Source: an optimization exercise on an open RTL-to-GDS flow (aim: small area, a short achievable clock period and few clock cycles per item). Production flows keep margins and buffers that such runs may drop. RTL that was checked went through simulation tests only; none was proved equivalent to the original.

==> inputs of branch raven <==
==> flow/design.v (excerpt) <==
module kw_unwrap (
    input  wire         clk,
    input  wire         rst,       
    input  wire         start,     
    input  wire [127:0] kek,       
    input  wire [191:0] wrapped,   
    output wire         busy,
    output wire         done,      
    output wire         ok,        
    output wire [127:0] key        
);
    localparam [63:0] KW_IV = 64'hA6A6A6A6A6A6A6A6;
    reg         busy_r;
    reg         done_r;
    reg         kexp;     
    reg         first;    
    reg         step12;   
    reg [3:0]   rnd;      
    reg [3:0]   t;        
    reg [127:0] st;       
    reg [63:0]  ro;       
    reg [127:0] rk;       
    reg [127:0] kl;       
    wire accept = start && !busy_r;
    genvar gb, gc, gr;
    wire last   = !kexp && (rnd == 4'd0);
    assign busy = busy_r;
    assign done = done_r;
    assign ok   = (st[127:64] == KW_IV);
    assign key  = {st[63:0], ro};
    wire [31:0]  w0 = rk[127:96];
  ...
==> module kw_unwrap, before the edit <==
module kw_unwrap (
    input  wire         clk,
    input  wire         rst,       
    input  wire         start,     
    input  wire [127:0] kek,       
    input  wire [191:0] wrapped,   
    output wire         busy,
    output wire         done,      
    output wire         ok,        
    output wire [127:0] key        
);
    localparam [63:0] KW_IV = 64'hA6A6A6A6A6A6A6A6;
    reg         busy_r;
    reg         done_r;
    reg         kexp;     
    reg         first;    
    reg         step12;   
    reg [3:0]   rnd;      
    reg [3:0]   t;        
    reg [127:0] st;       
    reg [63:0]  ro;       
    reg [127:0] rk;       
    reg [127:0] kl;       
    wire accept = start && !busy_r;
    genvar gb, gc, gr;
    wire last   = !kexp && (rnd == 4'd0);
    assign busy = busy_r;
    assign done = done_r;
    assign ok   = (st[127:64] == KW_IV);
    assign key  = {st[63:0], ro};
    wire [31:0]  w0 = rk[127:96];
    wire [31:0]  w1 = rk[95:64];
    wire [31:0]  w2 = rk[63:32];
    wire [31:0]  w3 = rk[31:0];
    wire [31:0]  v3 = w3 ^ w2;    
    wire [31:0]  v2 = w2 ^ w1;
    wire [31:0]  v1 = w1 ^ w0;
    wire [31:0]  rot = {v3[23:0], v3[31:24]};
    wire [31:0]  sw_out;
    generate
        for (gb = 0; gb < 4; gb = gb + 1) begin : g_sbox
            aes_sbox u_sbox (.a(rot[8*gb +: 8]), .y(sw_out[8*gb +: 8]));
        end
    endgenerate
    wire [9:0]   rd = {rnd == 4'd9, rnd == 4'd8, rnd == 4'd7, rnd == 4'd6, rnd == 4'd5,
                       rnd == 4'd4, rnd == 4'd3, rnd == 4'd2, rnd == 4'd1, rnd == 4'd0};
    wire [7:0]   rcon = {rd[7], rd[6], rd[5] | rd[9], rd[4] | rd[8] | rd[9],
                         rd[3] | rd[8], rd[2] | rd[9], rd[1] | rd[8] | rd[9], rd[0] | rd[8]};
    wire [31:0]  rc  = {rcon, 24'h000000};
    wire         fin = kexp && (rnd == 4'd9);    
    wire [31:0]  e0  = w0 ^ rc;
    wire [31:0]  n0;                              
    wire [127:0] key_step;                        
    wire [31:0]  e1  = v1 ^ (rc & {32{kexp}});
    wire [31:0]  e2  = v2 ^ (e0 & {32{kexp}});
    wire [31:0]  e3  = v3 ^ ((v2 ^ e0) & {32{fin}});
    generate
        for (gb = 0; gb < 32; gb = gb + 1) begin : g_kstep
            sx2 u_n0 (.a(e0[gb]), .b(sw_out[gb]), .y(n0[gb]));
            skx u_n1 (.a(e1[gb]), .g(kexp), .s(sw_out[gb]), .y(key_step[64 + gb]));
            skx u_n2 (.a(e2[gb]), .g(kexp), .s(sw_out[gb]), .y(key_step[32 + gb]));
            skx u_n3 (.a(e3[gb]), .g(fin),  .s(sw_out[gb]), .y(key_step[gb]));
        end
    endgenerate
    assign key_step[127:96] = n0;
    wire [127:0] key_prev = {n0, v1, v2, v3};
    wire [127:0] blk = (step12 ? {kl[127:64] ^ 64'd12, kl[63:0]}
                               : {st[127:64] ^ {60'd0, t}, ro}) ^ rk;
    wire [127:0] imc;
    generate
        for (gc = 0; gc < 4; gc = gc + 1) begin : g_imc
            aes_inv_mixcol u_imc (.c(st[32*gc +: 32]), .y(imc[32*gc +: 32]));
        end
    endgenerate
    wire [127:0] x = first ? blk : imc;
    wire [127:0] isr;
    generate
        for (gc = 0; gc < 4; gc = gc + 1) begin : g_col
            for (gr = 0; gr < 4; gr = gr + 1) begin : g_row
                assign isr[127 - 8*(gr + 4*((gc + gr) % 4)) -: 8] =
                       x[127 - 8*(gr + 4*gc) -: 8];
            end
        end
    endgenerate
    wire [127:0] isb;
    generate
        for (gb = 0; gb < 16; gb = gb + 1) begin : g_isbox
            aes_inv_sbox u_isbox (.a(isr[8*gb +: 8]), .y(isb[8*gb +: 8]));
        end
    endgenerate
    wire [127:0] ark = isb ^ key_prev;
    always @(posedge clk) begin
        if (rst) begin
            busy_r <= 1'b0;
            done_r <= 1'b0;
            kexp   <= 1'b0;
            first  <= 1'b0;
            step12 <= 1'b0;
        end else begin
            done_r <= 1'b0;
            if (accept) begin
                busy_r <= 1'b1;
                kexp   <= 1'b1;
                first  <= 1'b0;
                step12 <= 1'b1;
                rnd    <= 4'd0;
                t      <= 4'd12;
            end else if (busy_r) begin
                if (kexp) begin
                    if (rnd == 4'd9) begin
                        kexp  <= 1'b0;
                        first <= 1'b1;
                    end else begin
                        rnd <= rnd + 4'd1;
                    end
                end else begin
                    first <= (rnd == 4'd0) && (t != 4'd1);
                    if (rnd == 4'd0) begin
                        rnd    <= 4'd9;
                        t      <= t - 4'd1;
                        step12 <= 1'b0;
                        if (t == 4'd1) begin
                            busy_r <= 1'b0;
                            done_r <= 1'b1;
                        end
                    end else begin
                        rnd <= rnd - 4'd1;
                    end
                end
            end
        end
    end
    always @(posedge clk) begin
        if (accept)
            rk <= {kek[127:32], kek[63:32] ^ kek[31:0]};
        else if (last)
            rk <= kl;
        else
            rk <= key_step;
    end
    always @(posedge clk) begin
        if (accept)
            kl <= {wrapped[191:128], wrapped[63:0]};
        else if (first && step12)
            kl <= rk;
    end
    always @(posedge clk) begin
        st <= ark;
        if (accept)
            ro <= wrapped[127:64];
        else if (first && !step12)
            ro <= st[63:0];
    end
endmodule
==> flow/config.mk <==
export PLATFORM = sky130hd
export DESIGN_NAME = kw_unwrap
export DESIGN_NICKNAME = kw_unwrap
export VERILOG_FILES = /design/flow/design.v
export SDC_FILE = /design/flow/constraint.sdc
export NUM_CORES = 8
export LEC_CHECK = 0
export CAP_MARGIN = 20
export CORE_MARGIN = 2
export CORE_UTILIZATION = 25
export SETUP_SLACK_MARGIN = 1.5
export SLEW_MARGIN = 20
export SYNTH_HIERARCHICAL = 1
==> flow/constraint.sdc <==
create_clock -name core_clock -period 8.0 [get_ports {clk}]
set_input_delay 1.6000 -clock core_clock [delete_from_list [all_inputs] [get_ports {clk}]]
set_output_delay 1.6000 -clock core_clock [all_outputs]
set_load 0.01 [all_outputs]
standard.sh (not shown) runs the stock make flow with config.mk's settings and CLKGATE_MAP_FILE= SYNTH_SCRIPT=/design/flow/synth_recipe.tcl, a recipe that flattens the netlist after the stock synthesis.
==> flow/flow/run.sh <==
#!/bin/bash
# The standard layout (the standard.sh: ORFS synthesis to finish), with
# two changes in how it is made:
#  - the port buffers that global placement inserts on every input and
#    output are the smallest buffer (buf_1) instead of clkdlybuf4s50_1;
#  - clock tree synthesis inserts no dummy loads.
# ORFS writes each step's full log under orfs/logs/; make's own output goes
# to flow.log here.
set -euo pipefail
export BUFFER_PORTS_ARGS="-buffer_cell sky130_fd_sc_hd__buf_1"
export CTS_ARGS="-sink_clustering_enable -repair_clock_nets -dont_use_dummy_load"
bash standard.sh finish > flow.log 2>&1
==> inputs of branch onyx, as changes to branch raven <==
--- a/flow/design.v
+++ b/flow/design.v
@@ -555,19 +555,8 @@
                          rd[3] | rd[8], rd[2] | rd[9], rd[1] | rd[8] | rd[9], rd[0] | rd[8]};
-    wire [31:0]  rc  = {rcon, 24'h000000};
+    wire [31:0]  temp = sw_out ^ {rcon, 24'h000000};
+    wire [31:0]  n0 = w0 ^ temp;
     wire         fin = kexp && (rnd == 4'd9);    
-    wire [31:0]  e0  = w0 ^ rc;
-    wire [31:0]  n0;                              
-    wire [127:0] key_step;                        
-    wire [31:0]  e1  = v1 ^ (rc & {32{kexp}});
-    wire [31:0]  e2  = v2 ^ (e0 & {32{kexp}});
-    wire [31:0]  e3  = v3 ^ ((v2 ^ e0) & {32{fin}});
-    generate
-        for (gb = 0; gb < 32; gb = gb + 1) begin : g_kstep
-            sx2 u_n0 (.a(e0[gb]), .b(sw_out[gb]), .y(n0[gb]));
-            skx u_n1 (.a(e1[gb]), .g(kexp), .s(sw_out[gb]), .y(key_step[64 + gb]));
-            skx u_n2 (.a(e2[gb]), .g(kexp), .s(sw_out[gb]), .y(key_step[32 + gb]));
-            skx u_n3 (.a(e3[gb]), .g(fin),  .s(sw_out[gb]), .y(key_step[gb]));
-        end
-    endgenerate
-    assign key_step[127:96] = n0;
+    wire [31:0]  n2 = v2 ^ n0;
+    wire [127:0] key_step = {n0, v1 ^ (temp & {32{kexp}}), v2 ^ (n0 & {32{kexp}}),
+                             v3 ^ (n2 & {32{fin}})};
     wire [127:0] key_prev = {n0, v1, v2, v3};
==> flow/flow/run.sh (replaced) <==
#!/bin/bash
# The standard layout (the standard.sh: ORFS synthesis to finish), with
# these changes in how it is made:
#  - the port buffers that global placement inserts on every input and
#    output are the smallest buffer (buf_1) instead of clkdlybuf4s50_1;
#  - clock tree synthesis inserts no dummy loads;
#  - after floorplanning, the flip-flops of the round state (st) get a
#    stronger drive (same cell type, dfxtp_1 -> dfxtp_4): they drive the
#    InvMixColumns network at the start of the critical loop.
# ORFS writes each step's full log under orfs/logs/; make's output goes to
# flow_*.log and the resizing step's to upsize.log, all in this folder.
set -euo pipefail
export BUFFER_PORTS_ARGS="-buffer_cell sky130_fd_sc_hd__buf_1"
export CTS_ARGS="-sink_clustering_enable -repair_clock_nets -dont_use_dummy_load"
bash standard.sh floorplan > flow_floorplan.log 2>&1
odb=orfs/results/$FLOW_PLATFORM/kw_unwrap/base/2_floorplan.odb
ODB=$odb openroad -no_init -exit flow/upsize.tcl > upsize.log 2>&1
bash standard.sh finish > flow_finish.log 2>&1
==> flow/flow/upsize.tcl (new file) <==
# Give the state flip-flops st[*] the 4x drive version of their cell.
read_db $::env(ODB)
set db [ord::get_db]
set block [[$db getChip] getBlock]
set n 0
foreach inst [$block getInsts] {
  set name [$inst getName]
  set m [[$inst getMaster] getName]
  if {[string first "st\\\[" $name] == 0 && $m eq "sky130_fd_sc_hd__dfxtp_1"} {
    $inst swapMaster [$db findMaster sky130_fd_sc_hd__dfxtp_4]
    incr n
  }
}
puts "resized $n flip-flops"
write_db $::env(ODB)
CORE_UTILIZATION = 20   (was 25)
SETUP_SLACK_MARGIN = 1.65   (was 1.5)
==> inputs of branch juniper, as changes to branch raven <==
--- a/flow/design.v
+++ b/flow/design.v
@@ -555,19 +555,8 @@
                          rd[3] | rd[8], rd[2] | rd[9], rd[1] | rd[8] | rd[9], rd[0] | rd[8]};
-    wire [31:0]  rc  = {rcon, 24'h000000};
+    wire [31:0]  temp = sw_out ^ {rcon, 24'h000000};
+    wire [31:0]  n0 = w0 ^ temp;
     wire         fin = kexp && (rnd == 4'd9);    
-    wire [31:0]  e0  = w0 ^ rc;
-    wire [31:0]  n0;                              
-    wire [127:0] key_step;                        
-    wire [31:0]  e1  = v1 ^ (rc & {32{kexp}});
-    wire [31:0]  e2  = v2 ^ (e0 & {32{kexp}});
-    wire [31:0]  e3  = v3 ^ ((v2 ^ e0) & {32{fin}});
-    generate
-        for (gb = 0; gb < 32; gb = gb + 1) begin : g_kstep
-            sx2 u_n0 (.a(e0[gb]), .b(sw_out[gb]), .y(n0[gb]));
-            skx u_n1 (.a(e1[gb]), .g(kexp), .s(sw_out[gb]), .y(key_step[64 + gb]));
-            skx u_n2 (.a(e2[gb]), .g(kexp), .s(sw_out[gb]), .y(key_step[32 + gb]));
-            skx u_n3 (.a(e3[gb]), .g(fin),  .s(sw_out[gb]), .y(key_step[gb]));
-        end
-    endgenerate
-    assign key_step[127:96] = n0;
+    wire [31:0]  n2 = v2 ^ n0;
+    wire [127:0] key_step = {n0, v1 ^ (temp & {32{kexp}}), v2 ^ (n0 & {32{kexp}}),
+                             v3 ^ (n2 & {32{fin}})};
     wire [127:0] key_prev = {n0, v1, v2, v3};
==> flow/flow/run.sh (replaced) <==
#!/bin/bash
# The standard layout (the standard.sh: ORFS synthesis to finish), with
# these changes in how it is made:
#  - the port buffers that global placement inserts on every input and
#    output are the smallest buffer (buf_1) instead of clkdlybuf4s50_1;
#  - clock tree synthesis inserts no dummy loads and builds the tree from
#    clkbuf_4 and clkbuf_8;
#  - after floorplanning, the flip-flops of the round state (st) get a
#    stronger drive (same cell type, dfxtp_1 -> dfxtp_4): they drive the
#    InvMixColumns network at the start of the critical loop.
# ORFS writes each step's full log under orfs/logs/; make's output goes to
# flow_*.log and the resizing step's to upsize.log, all in this folder.
set -euo pipefail
export BUFFER_PORTS_ARGS="-buffer_cell sky130_fd_sc_hd__buf_1"
export CTS_ARGS="-sink_clustering_enable -repair_clock_nets -dont_use_dummy_load -buf_list {sky130_fd_sc_hd__clkbuf_4 sky130_fd_sc_hd__clkbuf_8}"
bash standard.sh floorplan > flow_floorplan.log 2>&1
odb=orfs/results/$FLOW_PLATFORM/kw_unwrap/base/2_floorplan.odb
ODB=$odb openroad -no_init -exit flow/upsize.tcl > upsize.log 2>&1
bash standard.sh finish > flow_finish.log 2>&1
==> flow/flow/upsize.tcl (new file) <==
# Give the state flip-flops st[*] the 4x drive version of their cell.
read_db $::env(ODB)
set db [ord::get_db]
set block [[$db getChip] getBlock]
set n 0
foreach inst [$block getInsts] {
  set name [$inst getName]
  set m [[$inst getMaster] getName]
  if {[string first "st\\\[" $name] == 0 && $m eq "sky130_fd_sc_hd__dfxtp_1"} {
    $inst swapMaster [$db findMaster sky130_fd_sc_hd__dfxtp_4]
    incr n
  }
}
puts "resized $n flip-flops"
write_db $::env(ODB)
CORE_UTILIZATION = 24   (was 25)
SETUP_SLACK_MARGIN = 1.65   (was 1.5)
==> results.txt <==
Result of the run: branch juniper timing/DRC/antenna clean; branch onyx timing/DRC/antenna clean; branch raven timing/DRC/antenna clean
Number of antenna violations at the first check in global routing: branch juniper 29; branch onyx 24; branch raven 37
Required time of the worst setup path: branch juniper 8620 ps; branch onyx 8570 ps; branch raven 8600 ps
Width of the chip: branch juniper 483 um; branch onyx 529 um; branch raven 480 um
Endpoint of the most critical setup path: branch juniper st[39]$_DFF_P_; branch onyx st[13]$_DFF_P_; branch raven st[74]$_DFF_P_
Terminus of the critical flop-to-flop path: branch juniper st[39]$_DFF_P_; branch onyx st[13]$_DFF_P_; branch raven st[74]$_DFF_P_
Maximum single-stage delay on the critical path: branch juniper 480 ps; branch onyx 410 ps; branch raven 480 ps
Worst rel slew slack: branch juniper 19.4%; branch onyx 10.6%; branch raven 32.7%
Number of buffers created by CTS: branch juniper 91; branch onyx 66; branch raven 57
FMAX: branch juniper 0.161 GHz; branch onyx 0.160 GHz; branch raven 0.157 GHz
Total global-route track usage: branch juniper 19.9%; branch onyx 16.9%; branch raven 19.9%
Post-synthesis cell count: branch juniper 6646; branch onyx 6646; branch raven 6778
Testbench counts of branch onyx, summed over its fixed seeds: cycles 67,072, items 512.
Testbench counts of branch juniper, summed over its fixed seeds: cycles 67,072, items 512.
For branch raven, only the layout was checked, not whether the RTL still works.

afterwards: timing with drivers on the ports:
Ports are ideal in the flow. The routed layouts listed here were re-timed in OpenROAD. Step 1 assumes that a clkbuf_16 drives the clock port and a buf_2 every other input. Step 2 moves the port delays by t, midway between the first and last clock arrival at a register: inputs arrive t later, outputs are due t later. That takes back most of the time a late clock gives input paths. Slacks: no drivers / after step 1 / after step 2; pairs: no drivers / after step 1.
| run | shift t [ns] | setup WS [ns] | clock arrival spread, ns |
|---|---|---|---|
| branch raven | 0.786 | 1.625 / 1.625 / 1.625 | 0.088 / 0.088 |
| branch onyx | 0.746 | 1.738 / 1.738 / 1.738 | 0.115 / 0.115 |
| branch juniper | 0.871 | 1.808 / 1.808 / 1.808 | 0.134 / 0.133 |
After both steps setup and hold are still met in every run listed.
